What follows belongs to an exercise in optimizing a design on an open flow for small area, a short achievable clock period and few clock cycles; a production flow would make more cautious choices.
The RTL was checked by simulation tests, not by an equivalence proof against the original design.
Power figures rest on the tool's default switching activity, not on a simulated workload.

## flow/design.v (module list and top-level ports; edited modules follow where they fit)
// module lc_decoder: 1949 lines
module lc_decoder (
    input  wire         clk,
    input  wire         rst,         
    input  wire         in_valid,
    output wire         in_ready,
    input  wire [39:0]  in_beat,     
    input  wire [36:0]  in_dda,      
    output reg          out_valid,
    output reg  [2:0]   out_status,
    output reg  [3:0]   out_dev,
    output wire [511:0] out_data
);
  // ...
==> flow/run.sh <==
#!/bin/bash
# synth_recipe.tcl (not shown) runs the flow's synth.tcl, then flattens the netlist and writes it again
# the make line also repeats each setting of config.mk as NAME=value (left out here)
make -C /OpenROAD-flow-scripts/flow DESIGN_CONFIG=/design/flow/config.mk WORK_HOME=/design/flow/orfs CLKGATE_MAP_FILE= SYNTH_SCRIPT=/design/flow/synth_recipe.tcl finish
==> flow/config.mk <==
export PLATFORM = sky130hd
export DESIGN_NAME = lc_decoder
export DESIGN_NICKNAME = lc_decoder
export VERILOG_FILES = /design/flow/design.v
export SDC_FILE = /design/flow/constraint.sdc
export NUM_CORES = 8
export LEC_CHECK = 0
export CAP_MARGIN = 20
export CORE_MARGIN = 2
export CORE_UTILIZATION = 55
export CTS_CLUSTER_DIAMETER = 60
export CTS_CLUSTER_SIZE = 30
export PLACE_DENSITY = 0.65
export SLEW_MARGIN = 20
==> flow/constraint.sdc <==
create_clock -name core_clock -period 10.0 [get_ports {clk}]
set_input_delay 2.0000 -clock core_clock [delete_from_list [all_inputs] [get_ports {clk}]]
set_output_delay 2.0000 -clock core_clock [all_outputs]
set_load 0.01 [all_outputs]
==> impl_metrics.toml, run 1 <==
[setup_path]
cp.depth = 1
worstReg2RegEnd = "out_status[0]$_SDFFCE_PN0P_"
endpoint_kind = "output pin"

[placement]
detailed_place_hpwl_um = 209400
dpl_cell_area_um2 = 87800

[grt]
grtUsageMet1 = 0.4850
grt.busiest_layer = "met2"

[clock_network]
cts_inserted_buffers = 112
cts_hold_buf = 0
cts_setup_buffers = 0
clockRootBuffer = "clkbuf_16"

[layout]
regMostFlops = "ln"
diodes = 10
mostFrequentLayoutCells = "xnor2_1 (1903), xor2_1 (1244), nand2_1 (1112)"
final_common_cell = "xnor2_1"
seq_cells = 1602
inverters = 15
seq_area_um2 = 37900

[synth]
yosys.area.top_type_share = 0.2528
yosysSeqAreaShare = 0.4657
syn_nets = 8048
synthSimpleGateAreaFrac = 0.08263
yosys_warnings = 1

[run_status]
status = "timing/DRC/antenna clean"

[flow_run]
cap_violations = 0

[timing]
setup_slack_ns = 6.123
min_period_ns = 3.877
holdWs_ns = 0.3606
final.period_utilization = 0.3877

[power]
pg_comb_mw = 22.7

[route]
top_layer = "met4"

[floorplanning]
dieArea_um2 = 150800
Testbench counts, summed over its fixed seeds: cycles 40,896.
==> run 2, diff against run 1 <==
--- a/flow/design.v
+++ b/flow/design.v
@@ -448,29 +448,30 @@
       am14409[10] = ^(x & 16'hd6db);
       am14409[11] = ^(x & 16'hadb6);
       am14409[12] = ^(x & 16'h729f);
       am14409[13] = ^(x & 16'he53e);
       am14409[14] = ^(x & 16'hca7c);
       am14409[15] = ^(x & 16'h94f9);
     end
   endfunction
-  assign in_ready = 1'b1;
+  reg stall_r;
+  assign in_ready = ~stall_r;
   reg  [39:0]  beat_r;       
   reg          v_r;          
   reg  [15:0]  boh;          
   reg  [36:0]  dda_s;        
   reg  [127:0] acc;          
   reg  [127:0] u;            
   reg  [63:0]  dv_r;         
   reg  [63:0]  y_r;          
   reg  [127:0] pv_r;         
   reg          pvv, pfirst, pbnd, plast;
   reg  [511:0] ln;           
-  reg  [12*32-1:0] bk;      
+  reg  [11*32-1:0] bk;      
   reg          cp_r;
   reg  [9:0]   ohu;          
   reg  [9:0]   ohd;          
   reg  [1:0]   zc;           
   reg  [3:0]   fdev;
   reg          pois, mark;
   reg  [63:0]  e_r;          
   reg  [7:0]   cpulse;       
@@ -1659,48 +1660,48 @@
   assign out_data[424] = bk[344];
   assign out_data[425] = bk[345];
   assign out_data[426] = bk[346];
   assign out_data[427] = bk[347];
   assign out_data[488] = bk[348];
   assign out_data[489] = bk[349];
   assign out_data[490] = bk[350];
   assign out_data[491] = bk[351];
-  assign out_data[44] = bk[352];
-  assign out_data[45] = bk[353];
-  assign out_data[46] = bk[354];
-  assign out_data[47] = bk[355];
-  assign out_data[108] = bk[356];
-  assign out_data[109] = bk[357];
-  assign out_data[110] = bk[358];
-  assign out_data[111] = bk[359];
-  assign out_data[172] = bk[360];
-  assign out_data[173] = bk[361];
-  assign out_data[174] = bk[362];
-  assign out_data[175] = bk[363];
-  assign out_data[236] = bk[364];
-  assign out_data[237] = bk[365];
-  assign out_data[238] = bk[366];
-  assign out_data[239] = bk[367];
-  assign out_data[300] = bk[368];
-  assign out_data[301] = bk[369];
-  assign out_data[302] = bk[370];
-  assign out_data[303] = bk[371];
-  assign out_data[364] = bk[372];
-  assign out_data[365] = bk[373];
-  assign out_data[366] = bk[374];
-  assign out_data[367] = bk[375];
-  assign out_data[428] = bk[376];
-  assign out_data[429] = bk[377];
-  assign out_data[430] = bk[378];
-  assign out_data[431] = bk[379];
-  assign out_data[492] = bk[380];
-  assign out_data[493] = bk[381];
-  assign out_data[494] = bk[382];
-  assign out_data[495] = bk[383];
+  assign out_data[44] = ln[352];
+  assign out_data[45] = ln[353];
+  assign out_data[46] = ln[354];
+  assign out_data[47] = ln[355];
+  assign out_data[108] = ln[356];
+  assign out_data[109] = ln[357];
+  assign out_data[110] = ln[358];
+  assign out_data[111] = ln[359];
+  assign out_data[172] = ln[360];
+  assign out_data[173] = ln[361];
+  assign out_data[174] = ln[362];
+  assign out_data[175] = ln[363];
+  assign out_data[236] = ln[364];
+  assign out_data[237] = ln[365];
+  assign out_data[238] = ln[366];
+  assign out_data[239] = ln[367];
+  assign out_data[300] = ln[368];
+  assign out_data[301] = ln[369];
+  assign out_data[302] = ln[370];
+  assign out_data[303] = ln[371];
+  assign out_data[364] = ln[372];
+  assign out_data[365] = ln[373];
+  assign out_data[366] = ln[374];
+  assign out_data[367] = ln[375];
+  assign out_data[428] = ln[376];
+  assign out_data[429] = ln[377];
+  assign out_data[430] = ln[378];
+  assign out_data[431] = ln[379];
+  assign out_data[492] = ln[380];
+  assign out_data[493] = ln[381];
+  assign out_data[494] = ln[382];
+  assign out_data[495] = ln[383];
   assign out_data[48] = ln[384];
   assign out_data[49] = ln[385];
   assign out_data[50] = ln[386];
   assign out_data[51] = ln[387];
   assign out_data[112] = ln[388];
   assign out_data[113] = ln[389];
   assign out_data[114] = ln[390];
   assign out_data[115] = ln[391];
@@ -1864,26 +1865,28 @@
       else if (pois | pt)     out_status <= ST_POIS;
       else if (mark | mt)     out_status <= ST_MARK;
       else                    out_status <= ST_UNC;
     end
   end
   always @(posedge clk) begin
     if (rst) begin
       v_r       <= 1'b0;
+      stall_r   <= 1'b0;
       pvv       <= 1'b0;
       plast     <= 1'b0;
       boh       <= 16'd1;
       cp_r      <= 1'b0;
       ohu       <= 10'd0;
       ohd       <= 10'd0;
       out_valid <= 1'b0;
       cpulse    <= 8'd0;
     end else begin
-      v_r <= in_valid;
+      v_r     <= in_valid & ~stall_r;
+      stall_r <= in_valid & ~stall_r & ((boh[15] & ~v_r) | (boh[14] & v_r));
       pvv   <= v_r;
       plast <= last;
       if (v_r)
         boh <= {boh[14:0], boh[15]};
       cp_r      <= last;
       ohu       <= plast ? 10'd1 : {ohu[8:0], 1'b0};
       ohd       <= ohu;
       out_valid <= ohd[9];
@@ -1929,20 +1932,18 @@
   always @(posedge clk) begin
     if (v_r & boh[9]) ln[319:288] <= beat_r[31:0];
     bk[319:288] <= cp_r ? ln[319:288] : (bk[319:288] ^ mk[319:288]);
   end
   always @(posedge clk) begin
     if (v_r & boh[10]) ln[351:320] <= beat_r[31:0];
     bk[351:320] <= cp_r ? ln[351:320] : (bk[351:320] ^ mk[351:320]);
   end
-  always @(posedge clk) begin
-    if (v_r & boh[11]) ln[383:352] <= beat_r[31:0];
-    bk[383:352] <= cp_r ? ln[383:352] : (bk[383:352] ^ mk[383:352]);
-  end
+  always @(posedge clk)
+    ln[383:352] <= (v_r & boh[11]) ? beat_r[31:0] : (ln[383:352] ^ mk[383:352]);
   always @(posedge clk)
     ln[415:384] <= (v_r & boh[12]) ? beat_r[31:0] : (ln[415:384] ^ mk[415:384]);
   always @(posedge clk)
     ln[447:416] <= (v_r & boh[13]) ? beat_r[31:0] : (ln[447:416] ^ mk[447:416]);
   always @(posedge clk)
     ln[479:448] <= (v_r & boh[14]) ? beat_r[31:0] : (ln[479:448] ^ mk[479:448]);
   always @(posedge clk)
     ln[511:480] <= (v_r & boh[15]) ? beat_r[31:0] : (ln[511:480] ^ mk[511:480]);
==> flow/flow/run.sh (new file) <==
#!/bin/bash
# Own layout flow: the standard ORFS flow (standard synthesis included), with
# timing repair aimed past the 10 ns constraint and plain buffers on the ports.
set -euo pipefail
bash standard.sh \
  "SETUP_SLACK_MARGIN=${LC_SETUP_MARGIN:-7}" \
  "BUFFER_PORTS_ARGS=-buffer_cell sky130_fd_sc_hd__buf_2" \
  finish > flow_make.log 2>&1
==> flow/standard.sh (new file) <==
#!/bin/bash
# synth_recipe.tcl (not shown) runs the flow's synth.tcl, then flattens the netlist and writes it again
# the make line also repeats each setting of config.mk as NAME=value (left out here)
make -C /OpenROAD-flow-scripts/flow DESIGN_CONFIG=/design/flow/config.mk WORK_HOME=/design/flow/orfs CLKGATE_MAP_FILE= SYNTH_SCRIPT=/design/flow/synth_recipe.tcl "${@:-finish}"
==> flow/config.mk (replaced) <==
export PLATFORM = sky130hd
export DESIGN_NAME = lc_decoder
export DESIGN_NICKNAME = lc_decoder
export VERILOG_FILES = /design/flow/design.v
export SDC_FILE = /design/flow/constraint.sdc
export NUM_CORES = 8
export LEC_CHECK = 0
export CAP_MARGIN = 20
export CORE_MARGIN = 2
export CORE_UTILIZATION = 55
export PLACE_DENSITY = 0.65
export SLEW_MARGIN = 20
removed: flow/run.sh
==> run 2 against run 1 <==
  * Design area is 7.4% higher
  * Area after synthesis decreased by 0.68%
  * Clock skew down 0.025 ns
  * Via count increased by 7.6%
  * Sequential share of layout area decreased by 3.1 points
  * Worst setup slack improved by 0.52 ns
  * Maximum frequency up 15%
  * Non-clock buffer count increased by 576
  * Hold slack got worse by 0.011 ns
  * Critical endpoint is now out_data[103]
  * Largest cell class unchanged
  * Largest power group unchanged
==> impl_metrics.toml, run 2 <==
[run_status]
status = "timing/DRC/antenna clean"

[synth]
synth_edf_count = 544
yosys_warnings = 1
syn_inst = 8000
async_reset_ff_frac = 0
synth.largest_area_cell = "dfxtp_1"
synth_area_leaders = "dfxtp_1 (25%), xnor2_1 (21%), edfxtp_1 (20%)"
avgSynthCellArea_um2 = 10.09
synth_commonest_cells = "xnor2_1 (1892), xor2_1 (1283), nand2_1 (1120)"
synthFlopType = "dfxtp_1"
yosysSeqAreaShare = 0.4572
syn_nets = 8082
yosysUniqueCellTypes = 74
yosys.area.top_type_share = 0.2548
ys_ff_latch = 1571
yosys.cell_count.top_type = "xnor2_1"
syn_area_um2 = 80700

[setup_path]
crit_type = "flop to output pin"
max_stage_delay_ns = 0.40
endpoint_kind = "output pin"
crit_arrival_ns = 1.36
worstPathRequired_ns = 8.00
cp_cell_sequence = "buf_6"
path_buf_inv = 1
path_delay_family = "flip-flops"
cp-start-kind = "flop"
crit_slowest_cell = "dfxtp_4"
cp_max_fo = 2

[power]
p_leak_nw = 36.89
max-vdd-ir-drop_uv = 427.8
power_density_nw_per_um2 = 411.4
finalPower_mw = 40.63

[floorplanning]
dieArea_um2 = 149800
rows = 140
core_um2 = 145700
initial_utilization = 0.5537
num_io_pins = 601
die_w_um = 387.1
die_h_um = 387.1

[timing]
setup_slack_ns = 6.642
setup_viol = 0
finalHoldViolCount = 0
final.period_utilization = 0.3358
rsz0062_at_grt = "true"
fin_skew_ns = 0.05468
worst_pin_slew_ns = 1.222
final.setup.tns_ns = 0
holdWs_ns = 0.3496
slew_viol_final = 0
relSlewSlack = 0.1796
timing.fmax_ghz = 0.2978
min_period_ns = 3.358

[clock_network]
cts.clk_slew.worst_paths_ns = 0.06
cts_hold_buf = 0
clkLatencyLatePin_ns = 0.85
clockRootBuffer = "clkbuf_16"
htree_levels = 4
clock_path_buffers = 3
cts_inserted_buffers = 164
cts_num_sinks = 1571
cts_tree = "done"

[grt]
grt_usage = 0.3945
overflow = 0
grt.busiest_layer = "met2"
grt_max_degree = 146
grt_pass1_vias = 60510
grt_pass1_wl_um = 430800
grtUsageMet1 = 0.5140
use_met2 = 0.6134
grt_use_met3 = 0.07171
antenna_found_initial = 23

[layout]
largest_reg_flops = 512
regMostFlops = "ln"
fillCellCount = 10770
nets = 8855
drive_above_1_share = 0.2585
final_common_cell = "xnor2_1"
final_area_um2 = 98770
instances_no_fill = 10850
area_delta_synth_final_pct = 22.38
reg_top3 = "ln: 512 flops, bk: 352 flops"
utilization = 0.6777
mostFrequentLayoutCells = "xnor2_1 (1870), xor2_1 (1265), nand2_1 (1120)"

[placement]
detailed_place_hpwl_um = 205700
place_inst = 9938
dp_slack_ns = 6.197
port_buffers = 600
dpl_cell_area_um2 = 83890
gp_congestion = 1.034

[hold_path]
hp-class = "flop to flop"

[flow_run]
cap_violations = 0

[route]
viasPerCell = 5.688
via_count = 61700
totalWireLength_um = 308600
antenna_left = 0
drtIter0Drc = 6621
first_pass_iters = 6
wl_per_cell_um = 28.45
drc = 0
[run 2: changes by cell type after synthesis, moves of 6 or more]
cell      before   now
nand4_1       19    13
edfxtp_1     576   544
buf_2         28    13
buf_4        129   160
nor2_1       253   266
nand2_1     1112  1120
nand3_1       25    18
clkbuf_1     427   436
xor2_1      1246  1283
buf_1         70    83
xnor2_1     1908  1892
[run 2: area by class of cell]
class	instances	area, um2	area share
inverters	20	76.32	0.0007728
flip-flops and latches	1571	37700	0.3817
clock buffers	236	4698	0.04757
well taps	1917	2399	0.02429
repair buffers	1302	11810	0.1196
clock inverters	70	969.7	0.009818
multi-input cells	5714	41070	0.4158
diodes	17	42.54	0.0004307
[run 2: kinds of logic (layout without fill, tap and decap cells)]
family / count (synthesis) / in the layout / synth area share
multiplexers: 108 / 108 / 0.01462
AND/OR/NAND/NOR: 1619 / 1619 / 0.08338
buffers and inverters: 715 / 1628 / 0.04110
other: 0 / 17 / 0
XOR/XNOR: 3200 / 3200 / 0.3511
adder cells (fa/ha/maj): 2 / 2 / 0.0003100
flip-flops: 1571 / 1571 / 0.4572
AO/OA/AOI/OAI: 785 / 785 / 0.05236
[run 2: power by group]
group	internal, mW	total, mW	switching (mW)
logic	10.7	23.3	12.6
registers	8.50	10.9	2.42
clock network	3.65	6.40	2.75
[run 2: worst register-to-register path: stages, from the launching register on]
cell	delay, ns
dfxtp_2	0.32
buf_4	0.55
xor2_2	0.41
xnor2_1	0.78
xor2_1	0.16
xnor2_1	0.51
xnor2_1	0.14
[run 2: final timing paths]
check	startpoint	endpoint	slack [ns]	depth (start not counted)
setup / recovery	bk[295]$_DFF_P_	out_data[103]	6.64	1
hold / removal	y_r[29]$_DFF_P_	e_r[25]$_DFF_P_	0.35	0
setup reg to reg	beat_r[31]$_DFF_P_	pv_r[49]$_DFF_P_	6.97	6
hold reg to reg	y_r[29]$_DFF_P_	e_r[25]$_DFF_P_	0.35	0
[run 2: what timing repair did]
action | 4_1_cts | 5_1_grt
endpoints found under the setup margin | 706 | 665
pin swaps | 13 | 6
gates resized for setup | 1290 | 69
cloned | 3 | 2
setup buffers | 443 | 138
[run 2: layer usage]
layer	up-vias	part of all wire
met5	-	0
met2	3658	0.44
li1	27030	-
met1	30020	0.39
met3	985	0.094
met4	0	0.073
Testbench counts of run 2, summed over its fixed seeds: cycles 40,896.
==> run 3, diff against run 2 <==
==> flow/flow/run.sh (replaced) <==
#!/bin/bash
# Own layout flow: the standard ORFS flow (standard synthesis included), with
# timing repair aimed past the 10 ns constraint and plain buffers on the ports.
set -euo pipefail
bash standard.sh \
  "SETUP_SLACK_MARGIN=6.6" \
  "BUFFER_PORTS_ARGS=-buffer_cell sky130_fd_sc_hd__buf_2" \
  finish > flow_make.log 2>&1
--- a/flow/config.mk
+++ b/flow/config.mk
@@ -8,5 +8,7 @@
 export CAP_MARGIN = 20
 export CORE_MARGIN = 2
 export CORE_UTILIZATION = 55
+export CTS_CLUSTER_DIAMETER = 60
+export CTS_CLUSTER_SIZE = 30
 export PLACE_DENSITY = 0.65
 export SLEW_MARGIN = 20
==> run 3 against run 2 <==
  * Critical endpoint is now out_data[501]
  * Power down 4.5%
  * Wire length down 8.2%
  * Still clean on timing, DRC and antenna
  * Critical path depth unchanged
==> impl_metrics.toml, run 3 <==
[synth]
synth_edf_count = 544
synth.largest_area_cell = "dfxtp_1"
avgSynthCellArea_um2 = 10.09
synth_commonest_cells = "xnor2_1 (1892), xor2_1 (1283), nand2_1 (1120)"
yosysSeqAreaShare = 0.4572
yosys.cell_count.top_type = "xnor2_1"
async_reset_ff_frac = 0
synth_area_leaders = "dfxtp_1 (25%), xnor2_1 (21%), edfxtp_1 (20%)"
syn_area_um2 = 80700
syn_nets = 8082
yosys_warnings = 1
yosys.area.top_type_share = 0.2548
ys_ff_latch = 1571
yosysUniqueCellTypes = 74
syn_inst = 8000
synthFlopType = "dfxtp_1"

[setup_path]
regToRegStartpoint = "beat_r[23]$_DFF_P_"
cp_cell_sequence = "buf_2"
crit_end = "out_data[501]"
r2r_cells = 6
cp.depth = 1
max_stage_delay_ns = 0.37
path_delay_family = "flip-flops"
cp_max_fo = 2
crit_type = "flop to output pin"
endpoint_kind = "output pin"
path_buf_inv = 1
rrSetupSlack_ns = 6.65
crit_arrival_ns = 1.38
cp-start-kind = "flop"
crit_slowest_cell = "dfxtp_1"
cp-startpoint = "ln[445]$_DFF_P_"
worstPathRequired_ns = 8.00
worstReg2RegEnd = "pv_r[70]$_DFF_P_"

[grt]
antenna_found_initial = 31
grt_pass1_wl_um = 399400
grt_use_met3 = 0.06525
use_met2 = 0.5629
grt.busiest_layer = "met2"
grt_pass1_vias = 54800
grtUsageMet1 = 0.4984
grt_max_degree = 250
overflow = 0
grt_usage = 0.3670

[floorplanning]
dieArea_um2 = 149800
die_h_um = 387.1
rows = 140
core_um2 = 145700
initial_utilization = 0.5537
num_io_pins = 601
die_w_um = 387.1

[clock_network]
cts_hold_buf = 0
cts.clk_slew.worst_paths_ns = 0.09
clockRootBuffer = "clkbuf_16"
clkLatencyLatePin_ns = 0.80
cts_tree = "done"
htree_levels = 3
cts_num_sinks = 1571
cts_inserted_buffers = 120
clock_path_buffers = 3

[layout]
drive_above_1_share = 0.1406
utilization = 0.6081
regMostFlops = "ln"
largest_reg_flops = 512
reg_top3 = "ln: 512 flops, bk: 352 flops"
area_delta_synth_final_pct = 9.817
instances_no_fill = 10170
mostFrequentLayoutCells = "xnor2_1 (1889), xor2_1 (1281), nand2_1 (1120)"
final_common_cell = "xnor2_1"
nets = 8225

[timing]
final.setup.tns_ns = 0
relSlewSlack = 0.2264
timing.fmax_ghz = 0.2959
holdWs_ns = 0.3645
worst_pin_slew_ns = 1.156
setup_viol = 0
min_period_ns = 3.379
final.period_utilization = 0.3379
finalHoldViolCount = 0
fin_skew_ns = 0.08659
rsz0062_at_grt = "false"
slew_viol_final = 0

[power]
p_leak_nw = 32.29
finalPower_mw = 38.81
max-vdd-ir-drop_uv = 423.9
power_density_nw_per_um2 = 437.9

[route]
drc = 0
via_count = 57000
viasPerCell = 5.604
drtIter0Drc = 5921
antenna_left = 0
wl_per_cell_um = 27.85
totalWireLength_um = 283300
first_pass_iters = 5

[run_status]
status = "timing/DRC/antenna clean"

[placement]
port_buffers = 600
detailed_place_hpwl_um = 203100
gp_congestion = 1.052
place_inst = 9934

[hold_path]
hp-class = "flop to flop"

[flow_run]
cap_violations = 0
## run 3: cell counts after synthesis
No cell type changed its count.
## run 3: per-stage QoR
| step | setup slack (ns) | area, um2 |
|---|---|---|
| after floorplan | 6.973 | 80700 |
| final | 6.621 | 88630 |
| after detailed placement | 6.362 | 83840 |
| after global placement | 6.390 | 83820 |
| after global routing | 6.600 | 88630 |
| after CTS | 6.546 | 88430 |
## run 3: per-layer routing
layer | vias to the layer above | share of wire
li1 | 25760 | -
met1 | 27650 | 0.41
met2 | 2845 | 0.44
met3 | 732 | 0.090
met4 | 8 | 0.060
met5 | - | 0.00013
## run 3: how the worst min path moves through the flow
stage	cells past startpoint	end	from	slack, ns
floorplan	0	e_r[24]$_DFF_P_	y_r[28]$_DFF_P_	0.35
global placement	0	e_r[43]$_DFF_P_	y_r[46]$_DFF_P_	0.35
detailed placement	0	e_r[41]$_DFF_P_	y_r[44]$_DFF_P_	0.36
CTS	0	e_r[24]$_DFF_P_	y_r[28]$_DFF_P_	0.37
global route	0	e_r[24]$_DFF_P_	y_r[28]$_DFF_P_	0.36
finish	0	e_r[24]$_DFF_P_	y_r[28]$_DFF_P_	0.36
## run 3: where the power goes
group | switching (mW) | internal [mW] | total [mW]
Combinational | 12.1 | 10.5 | 22.6
Clock | 2.80 | 2.57 | 5.37
Sequential | 2.38 | 8.48 | 10.9
Total | 17.3 | 21.5 | 38.8
## run 3: final cells by class
class | count | area, um2
multi-input cells | 5714 | 40610
repair buffers | 716 | 4045
inverters | 20 | 75.07
fillers | 12400 | 57110
diodes | 2 | 5.005
well taps | 1917 | 2399
flip-flops and latches | 1571 | 37030
clock inverters | 100 | 1345
clock buffers | 130 | 3114
## run 3: repair_timing
item	CTS	global route
endpoints found under the setup margin	115	107
buffers inserted	0	3
resized for setup	64	62
pin swaps	0	1
gates cloned	0	0
## run 3: kinds of logic (layout without fill, tap and decap cells)
family	count (synthesis)	count (layout)	share of synthesized area
buf+inv	715	966	0.04110
xor+xnor	3200	3200	0.3511
other cells	0	2	0
compound gates	785	785	0.05236
flops	1571	1571	0.4572
fa+ha+maj	2	2	0.0003100
mux	108	108	0.01462
simple gates	1619	1619	0.08338
==> run 4, diff against run 3 <==
--- a/flow/flow/run.sh
+++ b/flow/flow/run.sh
@@ -4,5 +4,5 @@
 set -euo pipefail
 bash standard.sh \
   "SETUP_SLACK_MARGIN=6.6" \
-  "BUFFER_PORTS_ARGS=-buffer_cell sky130_fd_sc_hd__buf_2" \
+  "BUFFER_PORTS_ARGS=-buffer_cell sky130_fd_sc_hd__buf_1" \
   finish > flow_make.log 2>&1
==> run 4 against run 3 <==
  * Flip-flop and latch count unchanged
  * Global-route usage is 0.75 points higher
  * Combinational power up 2%
  * Hold slack worse by 0.015 ns
  * Clock skew down 0.021 ns
  * Die area unchanged
  * Critical path depth did not move
  * Wire length rose by 1.7%
  * Area after synthesis stayed put
  * Design area decreased by 0.65%
  * Maximum frequency barely moved
  * Critical path type unchanged
  * Highest routed layer unchanged
==> impl_metrics.toml, run 4 <==
[run_status]
status = "timing/DRC/antenna clean"

[layout]
final_area_um2 = 88050
reg_top3 = "ln: 512 flops, bk: 352 flops"
mostFrequentLayoutCells = "xnor2_1 (1886), xor2_1 (1282), nand2_1 (1120)"
final_common_cell = "xnor2_1"
area_delta_synth_final_pct = 9.102
nets = 8227
multiInputGateArea_um2 = 40630
regMostFlops = "ln"
fillCellCount = 12470
largest_reg_flops = 512
seq_area_um2 = 37010
drive_above_1_share = 0.09093

[setup_path]
path_delay_family = "flip-flops"
worstReg2RegEnd = "pv_r[97]$_DFF_P_"
max_stage_delay_ns = 0.38
crit_slowest_cell = "dfxtp_1"
worstPathRequired_ns = 8.00
cp_cell_sequence = "clkbuf_4"
path_buf_inv = 1
endpoint_kind = "output pin"
cp_max_fo = 2
regToRegStartpoint = "beat_r[10]$_DFF_P_"
crit_arrival_ns = 1.38
r2r_cells = 7
crit_type = "flop to output pin"
rrSetupSlack_ns = 6.66
cp-start-kind = "flop"

[placement]
dp_slack_ns = 6.293
port_buffers = 600
detailed_place_hpwl_um = 206200
dpl_cell_area_um2 = 83210
gp_congestion = 1.041

[route]
drc = 0
drtIter0Drc = 6321
antenna_left = 0
viasPerCell = 5.624
via_count = 57250
wl_per_cell_um = 28.32
first_pass_iters = 5
totalWireLength_um = 288200

[grt]
grt_max_degree = 164
grt_usage = 0.3745
antenna_found_initial = 30
overflow = 0
grt_pass1_vias = 55370
grt_pass1_wl_um = 406700

[timing]
final.setup.tns_ns = 0
finalHoldViolCount = 0
setup_slack_ns = 6.621
fin_skew_ns = 0.06608
relSlewSlack = 0.1955
slew_viol_final = 0
rsz0062_at_grt = "true"
worst_pin_slew_ns = 1.201
setup_viol = 0
min_period_ns = 3.379
timing.fmax_ghz = 0.2960
final.period_utilization = 0.3379

[hold_path]
hp-start = "y_r[31]$_DFF_P_"
min_to = "e_r[27]$_DFF_P_"
holdPathStages = 0
hp-class = "flop to flop"

[synth]
syn_area_um2 = 80700
syn_nets = 8082
yosys.cell_count.top_type = "xnor2_1"
synth_commonest_cells = "xnor2_1 (1892), xor2_1 (1283), nand2_1 (1120)"
synth.largest_area_cell = "dfxtp_1"
synth_area_leaders = "dfxtp_1 (25%), xnor2_1 (21%), edfxtp_1 (20%)"
yosysUniqueCellTypes = 74
async_reset_ff_frac = 0
yosys.area.top_type_share = 0.2548
syn_inst = 8000
yosys_warnings = 1
avgSynthCellArea_um2 = 10.09
ys_ff_latch = 1571
synth_edf_count = 544
yosysSeqAreaShare = 0.4572
synthFlopType = "dfxtp_1"

[clock_network]
cts_num_sinks = 1571
clockRootBuffer = "clkbuf_16"
htree_levels = 3
cts.clk_slew.worst_paths_ns = 0.09
clkLatencyLatePin_ns = 0.79
cts_inserted_buffers = 115
clock_path_buffers = 3
cts_tree = "done"

[floorplanning]
rows = 140
die_w_um = 387.1
num_io_pins = 601
initial_utilization = 0.5537
core_um2 = 145700
die_h_um = 387.1
dieArea_um2 = 149800

[power]
power_density_nw_per_um2 = 445.9
max-vdd-ir-drop_uv = 450.8
p_leak_nw = 30.76
finalPower_mw = 39.26

[flow_run]
cap_violations = 0
-- run 4: cell counts after synthesis --
Identical to the previous run, type by type.
-- run 4: what timing repair did --
item,in CTS,in global routing
buffers inserted,1,0
hold buffers,0,0
pin swaps,1,0
resized for setup,221,47
setup endpoints to repair,276,101
-- run 4: cell type report --
cell class                 instances  area share
sequential                      1571      0.4203
clock buffer                     123     0.03374
timing repair buffer             723     0.03985
inverter                          20   0.0008526
clock inverter                    97     0.01624
antenna                           13   0.0003695
tap                             1917     0.02724
multi-input combinational       5714      0.4614
-- run 4: power by group --
group,internal (mW),switching [mW]
combinational,10.5,12.6
sequential,8.48,2.36
clock,2.53,2.78
-- run 4: routing by layer --
| metal | part of all wire | track usage |
|---|---|---|
| met5 | 0.000094 | 0 |
| met4 | 0.061 | 0.1903 |
| met3 | 0.093 | 0.07321 |
| met2 | 0.44 | 0.5779 |
| met1 | 0.40 | 0.5015 |
-- run 4: kinds of logic after synthesis --
logic type      after synthesis  share of synthesized area
compound gates              785                    0.05236
fa+ha+maj                     2                  0.0003100
xor+xnor                   3200                     0.3511
simple gates               1619                    0.08338
buf+inv                     715                    0.04110
flops                      1571                     0.4572
mux                         108                    0.01462
-- run 4: how the worst max path moves through the flow --
| stage | start | to | slack (ns) | cells after the start |
|---|---|---|---|---|
| detailed placement | plast$_SDFF_PP0_ | bk[219]$_DFF_P_ | 6.29 | 4 |
| global route | ohd[3]$_SDFF_PP0_ | out_status[0]$_SDFFCE_PN0P_ | 6.56 | 8 |
| CTS | ln[463]$_DFF_P_ | out_data[251] | 6.60 | 1 |
| floorplan | rst | boh[10]$_SDFFE_PP0P_ | 6.97 | 4 |
| finish | bk[326]$_DFF_P_ | out_data[106] | 6.62 | 1 |
| global placement | plast$_SDFF_PP0_ | bk[114]$_DFF_P_ | 6.41 | 4 |
-- run 4: stage by stage --
step	hold WS [ns]	cells	utilization
2_1_floorplan	0.3487	8000	-
5_1_grt	0.3511	10170	0.6040
6_report	0.3492	10180	0.6041
4_1_cts	0.3484	10170	0.6032
3_5_place_dp	0.3567	9944	0.5709
3_3_place_gp	0.3552	9943	0.5706

==> afterwards: timing with drivers on the ports <==
The flow's constraints put no driver on any port. The routed layouts listed below were extracted and timed again, unchanged, in two steps. Step 1 sets driving cells, clkbuf_16 on the clock port and buf_2 on the other inputs (assumed; they add their load-dependent delay and slew). Step 2 times the ports against the registers' clock, not the clock port: input delays grow and output delays shrink by t, the midpoint of the rising clock arrivals with the driver on. Three values: no drivers, after step 1, after step 2; two values: the first two.
run	t, ns	setup slack, ns	worst setup path after step 2	latest minus earliest clock arrival (ns)
run 1	0.852	6.123 / 6.034 / 6.324	register to register	0.086 / 0.086
run 2	0.904	6.642 / 6.559 / 6.685	input to register	0.064 / 0.064
run 3	0.853	6.621 / 6.533 / 6.649	register to register	0.094 / 0.095
run 4	0.847	6.621 / 6.534 / 6.631	input to register	0.068 / 0.068
After both steps every run listed still meets setup and hold.
